What follows belongs to an exercise in optimizing a design on an open flow for small area and a short achievable clock period; a production flow would make more cautious choices. Only simulation tests tie the RTL to the original design; equivalence was not proved. No activity file was given, so power comes from the tool's default toggle rates.

==> flow/design.v <==
module dc_blocker (
    input  wire               clk,
    input  wire               rst,        
    input  wire               in_valid,
    input  wire signed [39:0] x,
    input  wire               track,
    input  wire               load,
    input  wire        [2:0]  corner,
    output reg                out_valid,
    output reg  signed [39:0] y,
    output wire signed [71:0] base
);
    reg        busy;
    reg  [7:0] ph;           
    reg  [39:0] x_r;
    reg        load_r;       
    reg        neg4;         
    reg        b_zero, s_zero;
    reg        wsh;          
    reg  [2:0] wcount;
    wire last = ph[7];
    wire acc  = in_valid & ~rst & (~busy | last);
    wire spec = ~busy | last;                  
    reg  [77:0] bph;
    reg  [51:0] sph;
    reg  [39:0] win0, win1, win2, win3, win4, win5, win6;
    assign base = bph[77:6];
    reg  [7:0] r_sa, r_sb, r_neg;
    reg  [3:0] r_p8;
    wire [8:0] sel_in;       
    assign sel_in[7] = load;
    assign sel_in[8] = ~load & (~track | (corner == 3'd7));
    genvar gc;
    generate
        for (gc = 0; gc < 7; gc = gc + 1) begin : g_sel
            assign sel_in[gc] = ~load & track & (corner == gc);
        end
    endgenerate
    wire [9:0] c_nz, c_two, c_neg;
    assign c_nz[0]  = sel_in[0] | sel_in[2] | sel_in[3] | sel_in[4] | sel_in[6];
    assign c_two[0] = sel_in[0] | sel_in[2];
    assign c_neg[0] = sel_in[0] | sel_in[2] | sel_in[5] | sel_in[7] | sel_in[8];
    assign c_nz[1]  = sel_in[0] | sel_in[1] | sel_in[3] | sel_in[4] | sel_in[5] | sel_in[6];
    assign c_two[1] = sel_in[0] | sel_in[4] | sel_in[5];
    assign c_neg[1] = sel_in[0] | sel_in[1] | sel_in[3] | sel_in[4] | sel_in[6];
    assign c_nz[2]  = sel_in[1] | sel_in[2] | sel_in[3];
    assign c_two[2] = sel_in[3];
    assign c_neg[2] = sel_in[1];
    assign c_nz[3]  = sel_in[2] | sel_in[3] | sel_in[4];
    assign c_two[3] = sel_in[3];
    assign c_neg[3] = sel_in[2] | sel_in[3];
    assign c_nz[4]  = sel_in[0] | sel_in[2] | sel_in[4] | sel_in[5];
    assign c_two[4] = sel_in[0] | sel_in[2] | sel_in[5];
    assign c_neg[4] = sel_in[0] | sel_in[2] | sel_in[4];
    assign c_nz[5]  = sel_in[0] | sel_in[1] | sel_in[3] | sel_in[4] | sel_in[5] | sel_in[6];
    assign c_two[5] = sel_in[0] | sel_in[4] | sel_in[5];
    assign c_neg[5] = sel_in[0] | sel_in[1] | sel_in[3] | sel_in[4];
    assign c_nz[6]  = sel_in[0] | sel_in[1] | sel_in[2] | sel_in[3] | sel_in[6];
    assign c_two[6] = sel_in[0] | sel_in[3];
    assign c_neg[6] = sel_in[1] | sel_in[2] | sel_in[3];
    assign c_nz[7]  = sel_in[1] | sel_in[2] | sel_in[4] | sel_in[5] | sel_in[6];
    assign c_two[7] = sel_in[2] | sel_in[6];
    assign c_neg[7] = sel_in[4];
    assign c_nz[8]  = sel_in[3] | sel_in[4] | sel_in[7];
    assign c_two[8] = sel_in[4];
    assign c_neg[8] = 1'b0;
    assign c_nz[9]  = sel_in[5] | sel_in[6];
    assign c_two[9] = sel_in[6];
    assign c_neg[9] = 1'b0;
    wire [3:0] c_p8 = {sel_in[6], sel_in[5], sel_in[4], sel_in[3] | sel_in[7]};
    wire [3:0] xs = load_r ? ph[5:2] : ph[4:1];
    wire [12:0] xf7 = ({13{xs[0]}} & {x_r[6:0], 6'd0}) |
                      ({13{xs[1]}} & x_r[19:7]) |
                      ({13{xs[2]}} & x_r[32:20]) |
                      ({13{xs[3]}} & {{6{x_r[39]}}, x_r[39:33]});
    wire [3:0] ws = xs & {4{wcount == 3'd7}};
    wire [12:0] w6f = ({13{ws[0]}} & {win6[6:0], 6'd0}) |
                      ({13{ws[1]}} & win6[19:7]) |
                      ({13{ws[2]}} & win6[32:20]) |
                      ({13{ws[3]}} & {{6{win6[39]}}, win6[39:33]});
    wire [12:0] s_rd = s_zero ? 13'd0 : sph[12:0];
    reg  [12:0] b_dr;
    always @* begin
        if (~busy)
            b_dr = bph[18:6];
        else if (ph[0] | ph[7])
            b_dr = bph[31:19];
        else if (ph[1])
            b_dr = bph[44:32];
        else if (ph[2])
            b_dr = bph[57:45];
        else if (ph[3])
            b_dr = bph[70:58];
        else
            b_dr = {{6{bph[77]}}, bph[77:71]};
        if (b_zero && !last) b_dr = 13'd0;
    end
    wire [12:0] b_rd = b_zero ? 13'd0 :
                       ph[7] ? bph[77:65] :
                       ph[2] ? bph[12:0] : bph[25:13];
    reg  [12:0] h0, h1, h2;           
    reg         dcy;
    reg  [13:0] dsum;
    always @* begin
        dsum = 14'd0;
        if (spec)
            dsum = {1'b0, ~b_dr} + 14'd1;
        else if (~load_r) begin
            if (~ph[5] & ~ph[6])
                dsum = {1'b0, xf7} + {1'b0, ~b_dr} + {13'd0, dcy};
            else
                dsum = {1'b0, {13{h0[12]}}};
        end else begin
            if (|ph[5:2])
                dsum = {1'b0, xf7} + {1'b0, s_rd} + {13'd0, dcy};
            else if (ph[6])
                dsum = {1'b0, {13{h0[12]}}};
        end
    end
    always @(posedge clk) begin
        h0  <= dsum[12:0];
        dcy <= (load_r & (ph[0] | ph[1])) ? 1'b0 : dsum[13];
        h1  <= (spec | (load_r & ph[0])) ? 13'd0 : h0;
        h2  <= spec ? 13'd0 : h1;
    end
    wire [38:0] hist = {h0, h1, h2};
    wire [12:0] rr [0:8];
    genvar gi;
    generate
        for (gi = 0; gi < 8; gi = gi + 1) begin : g_row
            wire [12:0] one = hist[26 - 2*gi + 12 : 26 - 2*gi];
            wire [12:0] two = hist[25 - 2*gi + 12 : 25 - 2*gi];
            assign rr[gi] = (({13{r_sa[gi]}} & one) | ({13{r_sb[gi]}} & two)) ^ {13{r_neg[gi]}};
        end
    endgenerate
    assign rr[8] = ({13{r_p8[0]}} & hist[22:10]) | ({13{r_p8[1]}} & hist[21:9]) |
                   ({13{r_p8[2]}} & hist[20:8])  | ({13{r_p8[3]}} & hist[19:7]);
    wire [12:0] brow = (ph[0] | ph[1]) ? 13'd0 :
                       ph[2] ? {b_rd[12:6] & {7{~load_r}}, 1'b1, 5'd0} :
                       load_r ? 13'd0 : b_rd;
    function [33:0] csa;              
        input [16:0] a, b, c;
        reg   [16:0] m;
        begin
            m   = (a & b) | (a & c) | (b & c);
            csa = {m[15:0], 1'b0, a ^ b ^ c};
        end
    endfunction
    wire [16:0] e0 = {4'd0, rr[0]}, e1 = {4'd0, rr[1]}, e2 = {4'd0, rr[2]},
                e3 = {4'd0, rr[3]}, e4 = {4'd0, rr[4]}, e5 = {4'd0, rr[5]},
                e6 = {4'd0, rr[6]}, e7 = {4'd0, rr[7]}, e8 = {4'd0, rr[8]},
                eb = {4'd0, brow};
    wire [33:0] l1a = csa(e0, e1, e2);
    wire [33:0] l1b = csa(e3, e4, e5);
    wire [33:0] l1c = csa(e6, e7, e8);
    wire [33:0] l2a = csa(l1a[16:0], l1a[33:17], l1b[16:0]);
    wire [33:0] l2b = csa(l1b[33:17], l1c[16:0], l1c[33:17]);
    wire [33:0] l3  = csa(l2a[16:0], l2a[33:17], l2b[16:0]);
    wire [33:0] l4  = csa(l3[16:0], l3[33:17], l2b[33:17]);
    wire [33:0] l5  = csa(l4[16:0], l4[33:17], eb);
    reg  [16:0] sv, cv;
    always @(posedge clk) begin
        sv  <= l5[16:0];
        cv  <= l5[33:17];
    end
    wire        b0  = b_zero ? 1'b0 : bph[6];
    reg  [3:0]  cr;
    wire [3:0]  cin = ph[1] ? ((neg4 ? 4'd4 : 4'd1) - {3'd0, b0}) : cr;
    wire [12:0] a7m  = (load_r ? hist[22:10] : b_rd) - {9'd0, k7};
    wire [25:0] rsum = {ph[7] ? a7m : 13'd0, 13'd0} + {9'd0, sv} + {9'd0, cv} + {22'd0, cin};
    wire [12:0] dig  = rsum[12:0];
    wire [3:0]  crn  = rsum[16:13];
    wire [12:0] dig7 = rsum[25:13];
    reg         t_z, t_o;
    wire        tie = b0 ? (t_o & (&dig[5:0])) : (t_z & ~(|dig[5:0]));
    wire [12:0] bnew = ph[3] ? {dig[12:7], tie ? b0 : dig[6], dig[5:0]} : dig;
    wire [8:0]  r7 = {(|r_p8) & h0[12], ((r_sa | r_sb) & {8{h0[12]}}) ^ r_neg};
    wire [3:0]  k7n = load_r ? 4'd1 :
                      r7[0] + r7[1] + r7[2] + r7[3] + r7[4] + r7[5] + r7[6] +
                      r7[7] + r7[8];
    reg  [3:0]  k7;
    always @(posedge clk)
        k7 <= k7n;
    always @(posedge clk) begin
        cr <= crn;
        if (ph[1]) begin
            t_z <= ~(|dig);
            t_o <= &dig;
        end else if (ph[2]) begin
            t_z <= t_z & ~(|dig);
            t_o <= t_o & (&dig);
        end
    end
    wire [12:0] a_d = load_r ? hist[22:10] : b_rd;
    reg         sticky;
    wire        up = a_d[11] & (sticky | (|a_d[10:0]) | a_d[12]);
    wire [12:0] xf1 = ({13{ph[4]}} & {x_r[0], 12'd0}) |
                      ({13{ph[5]}} & x_r[13:1]) |
                      ({13{ph[6]}} & x_r[26:14]) |
                      ({13{ph[7]}} & x_r[39:27]);
    reg         ybor;
    wire [13:0] ysub = {x_r[39] & ph[7], xf1} -
                       {a_d[12] & ph[7], ph[4] ? {a_d[12], 12'd0} : a_d} -
                       (ph[4] ? {1'b0, up, 12'd0} : {13'd0, ybor});
    wire        y40 = ysub[13];
    wire        ovf = y40 ^ ysub[12];
    always @(posedge clk) begin
        if (ph[2])
            sticky <= |a_d[12:6];
        else if (ph[3])
            sticky <= sticky | (|a_d);
        ybor <= ysub[13];
        if (last & ovf)
            y <= y40 ? 40'h8000000000 : 40'h7fffffffff;
        else
            y <= {ysub[12:0], y[39:13]};
    end
    wire        sa_act = |xs;
    reg  [1:0]  scy;
    wire [14:0] ssum = s_rd + xf7 + {2'b00, ~w6f} + (xs[0] ? 2'd1 : scy);
    always @(posedge clk) begin
        scy <= ssum[14:13];
        if (sa_act)
            sph <= {ssum[12:0], sph[51:13]};
    end
    always @(posedge clk) begin
        if (spec) begin
            x_r    <= x;
            load_r <= load;
            neg4   <= |sel_in[4:0];
            r_sa   <= c_nz[7:0] & ~c_two[7:0];
            r_sb   <= c_nz[7:0] & c_two[7:0];
            r_neg  <= c_neg[7:0];
            r_p8   <= c_p8;
        end
        wsh <= ph[6];
        if (|ph[7:3])
            bph[64:0] <= {bnew, bph[64:13]};
        if (wsh)
            bph[77:65] <= dig7;
        if (wsh) begin
            win0 <= x_r; win1 <= win0; win2 <= win1; win3 <= win2;
            win4 <= win3; win5 <= win4; win6 <= win5;
        end
        if (rst) begin
            busy      <= 1'b0;
            ph        <= 8'd0;
            out_valid <= 1'b0;
            b_zero    <= 1'b1;
            s_zero    <= 1'b1;
            wcount    <= 3'd0;
        end else begin
            out_valid <= last;
            ph <= {ph[6:0], acc};
            if (acc)
                busy <= 1'b1;
            else if (last)
                busy <= 1'b0;
            if (last) begin
                b_zero <= 1'b0;
                if (wcount != 3'd7) wcount <= wcount + 3'd1;
            end
            if (xs[3])
                s_zero <= 1'b0;
        end
    end
endmodule
Settings: LEC_CHECK=0, CAP_MARGIN=20, CORE_MARGIN=2, CORE_UTILIZATION=65, SLEW_MARGIN=20; clock period 20.0 ns.
standard.sh (not shown) runs the stock make flow with config.mk's settings and CLKGATE_MAP_FILE= SYNTH_SCRIPT=/design/flow/synth_recipe.tcl, a recipe that flattens the netlist after the stock synthesis.
==> flow/flow/run.sh <==
#!/bin/bash
set -e
export BUFFER_PORTS_ARGS="-buffer_cell sky130_fd_sc_hd__buf_2"
export SETUP_SLACK_MARGIN=14.8
bash standard.sh > standard.log 2>&1
Next try:
--- a/flow/design.v
+++ b/flow/design.v
@@ -25,8 +25,7 @@
     reg  [51:0] sph;
     reg  [39:0] win0, win1, win2, win3, win4, win5, win6;
     assign base = bph[77:6];
-    reg  [7:0] r_sa, r_sb, r_neg;
-    reg  [3:0] r_p8;
+    reg  [9:0] r_nz, r_two, r_neg;
     wire [8:0] sel_in;       
     assign sel_in[7] = load;
     assign sel_in[8] = ~load & (~track | (corner == 3'd7));
@@ -67,7 +66,6 @@
     assign c_nz[9]  = sel_in[5] | sel_in[6];
     assign c_two[9] = sel_in[6];
     assign c_neg[9] = 1'b0;
-    wire [3:0] c_p8 = {sel_in[6], sel_in[5], sel_in[4], sel_in[3] | sel_in[7]};
     wire [3:0] xs = load_r ? ph[5:2] : ph[4:1];
     wire [12:0] xf7 = ({13{xs[0]}} & {x_r[6:0], 6'd0}) |
                       ({13{xs[1]}} & x_r[19:7]) |
@@ -124,17 +122,15 @@
         h2  <= spec ? 13'd0 : h1;
     end
     wire [38:0] hist = {h0, h1, h2};
-    wire [12:0] rr [0:8];
+    wire [12:0] rr [0:9];
     genvar gi;
     generate
-        for (gi = 0; gi < 8; gi = gi + 1) begin : g_row
+        for (gi = 0; gi < 10; gi = gi + 1) begin : g_row
             wire [12:0] one = hist[26 - 2*gi + 12 : 26 - 2*gi];
             wire [12:0] two = hist[25 - 2*gi + 12 : 25 - 2*gi];
-            assign rr[gi] = (({13{r_sa[gi]}} & one) | ({13{r_sb[gi]}} & two)) ^ {13{r_neg[gi]}};
+            assign rr[gi] = ({13{r_nz[gi]}} & (r_two[gi] ? two : one)) ^ {13{r_neg[gi]}};
         end
     endgenerate
-    assign rr[8] = ({13{r_p8[0]}} & hist[22:10]) | ({13{r_p8[1]}} & hist[21:9]) |
-                   ({13{r_p8[2]}} & hist[20:8])  | ({13{r_p8[3]}} & hist[19:7]);
     wire [12:0] brow = (ph[0] | ph[1]) ? 13'd0 :
                        ph[2] ? {b_rd[12:6] & {7{~load_r}}, 1'b1, 5'd0} :
                        load_r ? 13'd0 : b_rd;
@@ -149,15 +145,16 @@
     wire [16:0] e0 = {4'd0, rr[0]}, e1 = {4'd0, rr[1]}, e2 = {4'd0, rr[2]},
                 e3 = {4'd0, rr[3]}, e4 = {4'd0, rr[4]}, e5 = {4'd0, rr[5]},
                 e6 = {4'd0, rr[6]}, e7 = {4'd0, rr[7]}, e8 = {4'd0, rr[8]},
-                eb = {4'd0, brow};
+                e9 = {4'd0, rr[9]}, eb = {4'd0, brow};
     wire [33:0] l1a = csa(e0, e1, e2);
     wire [33:0] l1b = csa(e3, e4, e5);
     wire [33:0] l1c = csa(e6, e7, e8);
     wire [33:0] l2a = csa(l1a[16:0], l1a[33:17], l1b[16:0]);
     wire [33:0] l2b = csa(l1b[33:17], l1c[16:0], l1c[33:17]);
-    wire [33:0] l3  = csa(l2a[16:0], l2a[33:17], l2b[16:0]);
-    wire [33:0] l4  = csa(l3[16:0], l3[33:17], l2b[33:17]);
-    wire [33:0] l5  = csa(l4[16:0], l4[33:17], eb);
+    wire [33:0] l3a = csa(l2a[16:0], l2a[33:17], l2b[16:0]);
+    wire [33:0] l3b = csa(l2b[33:17], e9, eb);
+    wire [33:0] l4  = csa(l3a[16:0], l3a[33:17], l3b[16:0]);
+    wire [33:0] l5  = csa(l4[16:0], l4[33:17], l3b[33:17]);
     reg  [16:0] sv, cv;
     always @(posedge clk) begin
         sv  <= l5[16:0];
@@ -174,10 +171,10 @@
     reg         t_z, t_o;
     wire        tie = b0 ? (t_o & (&dig[5:0])) : (t_z & ~(|dig[5:0]));
     wire [12:0] bnew = ph[3] ? {dig[12:7], tie ? b0 : dig[6], dig[5:0]} : dig;
-    wire [8:0]  r7 = {(|r_p8) & h0[12], ((r_sa | r_sb) & {8{h0[12]}}) ^ r_neg};
+    wire [9:0]  r7 = (r_nz & {10{h0[12]}}) ^ r_neg;
     wire [3:0]  k7n = load_r ? 4'd1 :
                       r7[0] + r7[1] + r7[2] + r7[3] + r7[4] + r7[5] + r7[6] +
-                      r7[7] + r7[8];
+                      r7[7] + r7[8] + r7[9];
     reg  [3:0]  k7;
     always @(posedge clk)
         k7 <= k7n;
@@ -228,10 +225,9 @@
             x_r    <= x;
             load_r <= load;
             neg4   <= |sel_in[4:0];
-            r_sa   <= c_nz[7:0] & ~c_two[7:0];
-            r_sb   <= c_nz[7:0] & c_two[7:0];
-            r_neg  <= c_neg[7:0];
-            r_p8   <= c_p8;
+            r_nz   <= c_nz;
+            r_two  <= c_two;
+            r_neg  <= c_neg;
         end
         wsh <= ph[6];
         if (|ph[7:3])
=>
- The new run ran to the end with no violations
- worst setup slack loses 35 ps
- global-route usage went down by 1.8 points
- combinational power went down by about 6%
- final area went up by 3.0%
- sequential share of layout area went down by 1.6 points
- area after synthesis went up by 3.1%
- fmax went down by 0.66%
- total power went down by 3.0%
- utilization went down by 0.77 points
- wire length went down by 0.38%

-- separate check: timing with driven ports --
How much do the figures lean on ideal ports? The routed layouts below were timed once more, with nothing changed but the port constraints.
Step 1, drivers: a clkbuf_16 drives clk and a buf_2 each remaining input, both assumed.
Step 2 also shifts input and output timing later by t, the mid clock arrival at the registers, as if the neighbouring blocks saw the same clock.
Slacks: no drivers / after step 1 / after step 2; pairs: no drivers / after step 1.
run	shift t [ns]	setup slack, ns	hold slack, ns
the first run	0.691	14.690 / 14.627 / 14.676	0.376 / 0.376 / 0.376
the second run	0.691	14.655 / 14.593 / 14.763	0.413 / 0.413 / 0.413
After both steps setup and hold are still met in every run listed. For the first run, which loses most, drivers alone change the setup slack by -0.063 ns; drivers and shift together by -0.014 ns.
